What follows belongs to an exercise in optimizing a design on an open flow for small area and a short achievable clock period; a production flow would make more cautious choices.
Function was checked by simulation only, so behaviour that the tests miss may differ from the original.
The flow treats the clock pin as an ideal source. Dropping or thinning the clock tree relies on that and would not hold on a real chip.

==> flow/design.v (excerpt) <==
module chk_unit (
    input  wire        clk,
    input  wire        rst,
    input  wire        in_valid,
    input  wire        in_first,
    input  wire        in_last,
    input  wire [2:0]  in_code,
    input  wire [63:0] in_data,
    input  wire [3:0]  in_nbytes,
    input  wire [2:0]  in_tail,
    output wire        out_valid,
    output wire [31:0] out_value
);
    reg [63:0] d_r;
    reg        fn_r;            
    reg        hold_r;          
    reg        nl_r, last_r;    
    reg [5:0]  p_r;             
    reg [2:0]  code_q;          
    reg        refl_q, refln_q;  
    reg [3:0]  g2n;             
    reg [3:1]  g1n_r;           
    reg [7:1]  hn_r;            
    reg [4:0]  pg_r;            
    wire       take_in = in_valid & in_first & ~rst;
    wire       refl_in = (in_code == 3'd2) | (in_code == 3'd3) | (in_code == 3'd5);
    wire [5:0] p_in;
  ...
Size in the first run: about 1700 cells after synthesis, roughly 130 flip-flops, roughly 0.014 mm² of cells after synthesis.
Settings: LEC_CHECK=0, CAP_MARGIN=20, CORE_MARGIN=4, CORE_UTILIZATION=60, GPL_TIMING_DRIVEN=0, SLEW_MARGIN=20, SYNTH_HIERARCHICAL=1; clock period 40.0 ns.
standard.sh (not shown) runs the stock make flow with config.mk's settings and CLKGATE_MAP_FILE= SYNTH_SCRIPT=/design/flow/synth_recipe.tcl, a recipe that flattens the netlist after the stock synthesis.
==> flow/flow/run.sh <==
#!/bin/bash
# Standard synthesis and placement (port buffers of buf_1 cells), then
# flow/cts.tcl: a two-level clock tree, buf_2 output port buffers and
# dfxtp_2 for the flip-flops behind them; then the standard routing and finish.
set -euo pipefail
export BUFFER_PORTS_ARGS="-buffer_cell sky130_fd_sc_hd__buf_1"
bash standard.sh synth > synth.log 2>&1
bash standard.sh place > place.log 2>&1
RES=$PWD/orfs/results/sky130hd/chk_unit/base
RES=$RES CTS_CELL=sky130_fd_sc_hd__clkbuf_8 CTS_NBUF=4 CTS_SUB=2 CTS_SUB_CELL=sky130_fd_sc_hd__clkbuf_16 OUT_BUF_CELL=sky130_fd_sc_hd__buf_2 OUT_FF_CELL=sky130_fd_sc_hd__dfxtp_2 FANOUT_FF_CELL=sky130_fd_sc_hd__dfxtp_4 FANOUT_FF_MIN=12 IN_BUF_CELL=sky130_fd_sc_hd__buf_2 IN_BUF_MIN=3 openroad -no_init -exit flow/cts.tcl > cts.log 2>&1
cp $RES/4_1_cts.odb $RES/4_cts.odb
bash standard.sh > layout.log 2>&1
==> flow/flow/cts.tcl <==
# Clock tree: the clock port drives a few clkbuf_16, each driving one cluster
# of flip-flops (k-means on their placed positions); then legalize.
set res $::env(RES)
set plat $::env(FLOW_HOME)/platforms/sky130hd
read_lef $plat/lef/sky130_fd_sc_hd.tlef
read_lef $plat/lef/sky130_fd_sc_hd_merged.lef
read_liberty $plat/lib/sky130_fd_sc_hd__tt_025C_1v80.lib
read_db $res/3_place.odb
read_sdc $res/3_place.sdc
source $plat/setRC.tcl
set nclu $::env(CTS_NBUF)
set block [ord::get_db_block]
set db [ord::get_db]
set clk [$block findNet clk]
set sinks {}
foreach it [$clk getITerms] { lappend sinks $it }
set n [llength $sinks]
puts "clock sinks: $n, clusters: $nclu"
# balanced k-means on points (xs, ys): returns list of cluster ids
proc kmeans {xs ys nclu} {
  set n [llength $xs]
  set order [lsort -real -indices $xs]
  set cx {}; set cy {}
  for {set k 0} {$k < $nclu} {incr k} {
    set i [lindex $order [expr {int(($k+0.5)*$n/$nclu)}]]
    lappend cx [lindex $xs $i]; lappend cy [lindex $ys $i]
  }
  set cap [expr {int(ceil(double($n)/$nclu))+2}]
  set asg [lrepeat $n 0]
  for {set iter 0} {$iter < 50} {incr iter} {
    set pairs {}
    for {set i 0} {$i < $n} {incr i} {
      for {set k 0} {$k < $nclu} {incr k} {
        set d [expr {abs([lindex $xs $i]-[lindex $cx $k]) + abs([lindex $ys $i]-[lindex $cy $k])}]
        lappend pairs [list $d $i $k]
      }
    }
    set pairs [lsort -real -index 0 $pairs]
    set asg [lrepeat $n -1]; set cnt [lrepeat $nclu 0]
    foreach p $pairs {
      lassign $p d i k
      if {[lindex $asg $i] >= 0} continue
      if {[lindex $cnt $k] >= $cap} continue
      lset asg $i $k; lset cnt $k [expr {[lindex $cnt $k]+1}]
    }
    set sx [lrepeat $nclu 0.0]; set sy [lrepeat $nclu 0.0]
    for {set i 0} {$i < $n} {incr i} {
      set k [lindex $asg $i]
      lset sx $k [expr {[lindex $sx $k]+[lindex $xs $i]}]
      lset sy $k [expr {[lindex $sy $k]+[lindex $ys $i]}]
    }
    for {set k 0} {$k < $nclu} {incr k} {
      if {[lindex $cnt $k] > 0} {
        lset cx $k [expr {[lindex $sx $k]/[lindex $cnt $k]}]
        lset cy $k [expr {[lindex $sy $k]/[lindex $cnt $k]}]
      }
    }
  }
  return [list $asg $cx $cy]
}
set xs {}; set ys {}
foreach it $sinks {
  set b [[$it getInst] getBBox]
  lappend xs [expr {([$b xMin]+[$b xMax])/2.0}]
  lappend ys [expr {([$b yMin]+[$b yMax])/2.0}]
}
lassign [kmeans $xs $ys $nclu] asg cx cy
set master [$db findMaster $::env(CTS_CELL)]
set w [$master getWidth]; set h [$master getHeight]
set nsub [expr {[info exists ::env(CTS_SUB)] ? $::env(CTS_SUB) : 1}]
proc mkbuf {name x y in {mname ""}} {
  global block master w h db
  set m $master
  if {$mname ne ""} { set m [$db findMaster $mname] }
  set w [$m getWidth]; set h [$m getHeight]
  set inst [odb::dbInst_create $block $m $name]
  $inst setLocation [expr {int($x - $w/2)}] [expr {int($y - $h/2)}]
  $inst setPlacementStatus PLACED
  set net [odb::dbNet_create $block "${name}_net"]
  $net setSigType CLOCK
  [$inst findITerm A] connect $in
  [$inst findITerm X] connect $net
  return $net
}
for {set k 0} {$k < $nclu} {incr k} {
  set idx {}
  for {set i 0} {$i < $n} {incr i} { if {[lindex $asg $i] == $k} { lappend idx $i } }
  if {$nsub <= 1} {
    set net [mkbuf "cts_buf_$k" [lindex $cx $k] [lindex $cy $k] $clk]
    foreach i $idx { set it [lindex $sinks $i]; $it disconnect; $it connect $net }
  } else {
    set sx {}; set sy {}
    foreach i $idx { lappend sx [lindex $xs $i]; lappend sy [lindex $ys $i] }
    lassign [kmeans $sx $sy $nsub] sasg scx scy
    # first-level buffer at the middle of its sub-cluster buffers
    set mx 0.0; set my 0.0
    for {set m 0} {$m < $nsub} {incr m} { set mx [expr {$mx+[lindex $scx $m]/$nsub}]; set my [expr {$my+[lindex $scy $m]/$nsub}] }
    set top [mkbuf "cts_buf_$k" $mx $my $clk]
    for {set m 0} {$m < $nsub} {incr m} {
      set net [mkbuf "cts_buf_${k}_$m" [lindex $scx $m] [lindex $scy $m] $top $::env(CTS_SUB_CELL)]
      for {set j 0} {$j < [llength $idx]} {incr j} {
        if {[lindex $sasg $j] == $m} { set it [lindex $sinks [lindex $idx $j]]; $it disconnect; $it connect $net }
      }
    }
  }
}
# optional: other cells for the output port buffers and for the flip-flops
# that drive them
foreach port [get_ports out_*] {
  set net [$block findNet [get_full_name $port]]
  foreach it [$net getITerms] {
    if {![$it isOutputSignal]} continue
    set buf [$it getInst]
    if {[info exists ::env(OUT_BUF_CELL)] && $::env(OUT_BUF_CELL) ne ""} {
      replace_cell [$buf getName] $::env(OUT_BUF_CELL)
    }
    set in [[$buf findITerm A] getNet]
    foreach it2 [$in getITerms] {
      if {![$it2 isOutputSignal]} continue
      set drv [$it2 getInst]
      if {[info exists ::env(OUT_FF_CELL)] && $::env(OUT_FF_CELL) ne ""
          && [string match "sky130_fd_sc_hd__dfxtp_*" [[$drv getMaster] getName]]} {
        replace_cell [$drv getName] $::env(OUT_FF_CELL)
      }
    }
  }
}
# optional: stronger flip-flops where one drives many loads, and stronger
# input port buffers where one drives several loads
if {[info exists ::env(FANOUT_FF_CELL)] && $::env(FANOUT_FF_CELL) ne ""} {
  foreach inst [$block getInsts] {
    if {![string match "sky130_fd_sc_hd__dfxtp_*" [[$inst getMaster] getName]]} continue
    set q [$inst findITerm Q]
    set net [$q getNet]
    if {$net eq "NULL"} continue
    if {[llength [$net getITerms]] - 1 >= $::env(FANOUT_FF_MIN)} { replace_cell [$inst getName] $::env(FANOUT_FF_CELL) }
  }
}
if {[info exists ::env(IN_BUF_CELL)] && $::env(IN_BUF_CELL) ne ""} {
  foreach port [get_ports in_*] {
    set net [$block findNet [get_full_name $port]]
    foreach it [$net getITerms] {
      set buf [$it getInst]
      set out [[$buf findITerm X] getNet]
      if {[llength [$out getITerms]] - 1 >= $::env(IN_BUF_MIN)} { replace_cell [$buf getName] $::env(IN_BUF_CELL) }
    }
  }
}
detailed_placement
check_placement -verbose
set_propagated_clock [all_clocks]
estimate_parasitics -placement
report_clock_skew
set mx 0
foreach p [all_registers -clock_pins] { set v [get_property $p slew_max]; if {$v > $mx} { set mx $v } }
puts "max clock pin slew (placement estimate): $mx"
report_check_types -max_slew -violators
report_checks -path_delay max -digits 3
write_db $res/4_1_cts.odb
write_sdc $res/4_cts.sdc
Then changed:
==> flow/flow/run.sh (replaced) <==
#!/bin/bash
# Standard synthesis and placement (port buffers of buf_1 cells), then
# flow/cts.tcl: a two-level clock tree, buf_2 output port buffers and
# dfxtp_4 for the flip-flops behind them; then the standard routing and finish.
set -euo pipefail
export BUFFER_PORTS_ARGS="-buffer_cell sky130_fd_sc_hd__buf_1"
bash standard.sh synth > synth.log 2>&1
bash standard.sh place > place.log 2>&1
RES=$PWD/orfs/results/sky130hd/chk_unit/base
RES=$RES CTS_CELL=sky130_fd_sc_hd__clkbuf_8 OUT_BUF_CELL=sky130_fd_sc_hd__buf_2 FANOUT_FF_CELL=sky130_fd_sc_hd__dfxtp_4 FANOUT_FF_MIN=12 IN_BUF_CELL=sky130_fd_sc_hd__buf_2 IN_BUF_MIN=3 CTS_NBUF=4 CTS_SUB=2 CTS_SUB_CELL=sky130_fd_sc_hd__clkbuf_16 OUT_FF_CELL=sky130_fd_sc_hd__dfxtp_4 openroad -no_init -exit flow/cts.tcl > cts.log 2>&1
cp $RES/4_1_cts.odb $RES/4_cts.odb
bash standard.sh > layout.log 2>&1
--- a/flow/config.mk
+++ b/flow/config.mk
@@ -9,3 +9,3 @@
 export CORE_MARGIN = 4
-export CORE_UTILIZATION = 60
+export CORE_UTILIZATION = 66
 export GPL_TIMING_DRIVEN = 0
After rerunning: Hold slack is worse by 23 ps. Cell count is lower by 2.0%. First-iteration DRC count is higher by 16%. Register-to-register slack is worse by 70 ps. Routed wire length is lower by 2.2%. Worst setup slack is worse by 5.0 ps. Cell area is about the same. Via count is higher by 1.7%.
Then changed:
==> flow/flow/run.sh (replaced) <==
#!/bin/bash
# Standard synthesis and placement (port buffers of buf_1 cells), then
# flow/cts.tcl: a one-level clock tree, buf_2 output port buffers and
# dfxtp_2 for the flip-flops behind them; then the standard routing and finish.
set -euo pipefail
export BUFFER_PORTS_ARGS="-buffer_cell sky130_fd_sc_hd__buf_1"
bash standard.sh synth > synth.log 2>&1
bash standard.sh place > place.log 2>&1
RES=$PWD/orfs/results/sky130hd/chk_unit/base
RES=$RES CTS_CELL=sky130_fd_sc_hd__clkbuf_16 CTS_NBUF=4 CTS_SUB=1 OUT_BUF_CELL=sky130_fd_sc_hd__buf_2 OUT_FF_CELL=sky130_fd_sc_hd__dfxtp_2 FANOUT_FF_CELL=sky130_fd_sc_hd__dfxtp_4 FANOUT_FF_MIN=12 IN_BUF_CELL=sky130_fd_sc_hd__buf_2 IN_BUF_MIN=3 openroad -no_init -exit flow/cts.tcl > cts.log 2>&1
cp $RES/4_1_cts.odb $RES/4_cts.odb
bash standard.sh > layout.log 2>&1
What happened: The changed run completed with no timing, DRC or antenna violations. Fmax rises by 1.1%. Design area fell by 1.6%. Area after synthesis does not change. Sequential share of layout area fell by 0.25 points. Cell count goes down by 0.38%. Core utilization shrinks by 1.2 points. Die area stays the same.
Then changed:
==> flow/flow/run.sh (replaced) <==
#!/bin/bash
# Standard synthesis and placement (port buffers of buf_1 cells), then
# flow/cts.tcl: a two-level clock tree, buf_2 output port buffers and
# dfxtp_2 for the flip-flops behind them; then the standard routing and finish.
set -euo pipefail
export BUFFER_PORTS_ARGS="-buffer_cell sky130_fd_sc_hd__buf_1"
bash standard.sh synth > synth.log 2>&1
bash standard.sh place > place.log 2>&1
RES=$PWD/orfs/results/sky130hd/chk_unit/base
RES=$RES CTS_CELL=sky130_fd_sc_hd__clkbuf_8 OUT_BUF_CELL=sky130_fd_sc_hd__buf_2 FANOUT_FF_CELL=sky130_fd_sc_hd__dfxtp_4 FANOUT_FF_MIN=12 IN_BUF_CELL=sky130_fd_sc_hd__buf_2 IN_BUF_MIN=3 CTS_NBUF=4 CTS_SUB=2 CTS_SUB_CELL=sky130_fd_sc_hd__clkbuf_16 OUT_FF_CELL=sky130_fd_sc_hd__dfxtp_2 openroad -no_init -exit flow/cts.tcl > cts.log 2>&1
cp $RES/4_1_cts.odb $RES/4_cts.odb
bash standard.sh > layout.log 2>&1
--- a/flow/config.mk
+++ b/flow/config.mk
@@ -7,3 +7,3 @@
 export LEC_CHECK = 0
-export CAP_MARGIN = 20
+export CAP_MARGIN = 10
 export CORE_MARGIN = 4
@@ -11,3 +11,3 @@
 export GPL_TIMING_DRIVEN = 0
-export SLEW_MARGIN = 20
+export SLEW_MARGIN = 10
 export SYNTH_HIERARCHICAL = 1
Now the flow ran to the end with violations: max-capacitance violations, max-slew violations.
Setup slack degrades by 89 ps.
Register-to-register slack is better by 50 ps.
Wire length rose by 1.8%.
Clock skew stays flat.
Design area hardly moves.
No run of this note takes its clock network from TritonCTS; it comes from the design's own scripts or RTL.

[separate check: timing with driven ports]
In the flow no input, the clock included, has a driving cell. The finished layouts below were timed again as built, in two steps. Step 1 assumes that a clkbuf_16 drives the clock port and a buf_2 every other input. Step 2 adds t to the input delays and takes it off the output delays; t is the mean of the earliest and latest rising clock arrival at the registers after step 1. Input paths then give back, and output paths get back, about the clock's delay inside the block. Three values: no drivers, after step 1, after step 2; two values: the first two.
run	t (ns)	setup WS [ns]	hold WS [ns]	latest minus earliest clock arrival (ns)	worst register clock-pin slew, ns
the first run	0.413	31.229 / 31.098 / 31.046	0.642 / 0.642 / 0.642	0.014 / 0.014	0.08 / 0.08
the second run	0.406	31.224 / 31.100 / 31.182	0.619 / 0.619 / 0.619	0.017 / 0.016	0.08 / 0.08
the third run	0.289	31.323 / 31.207 / 31.199	0.632 / 0.632 / 0.632	0.017 / 0.017	0.12 / 0.12
the fourth run	0.399	31.234 / 31.117 / 31.140	0.649 / 0.649 / 0.649	0.017 / 0.016	0.08 / 0.08
The setup slack of the first run, which loses most, moves by -0.131 ns with the drivers and by -0.183 ns with both steps.
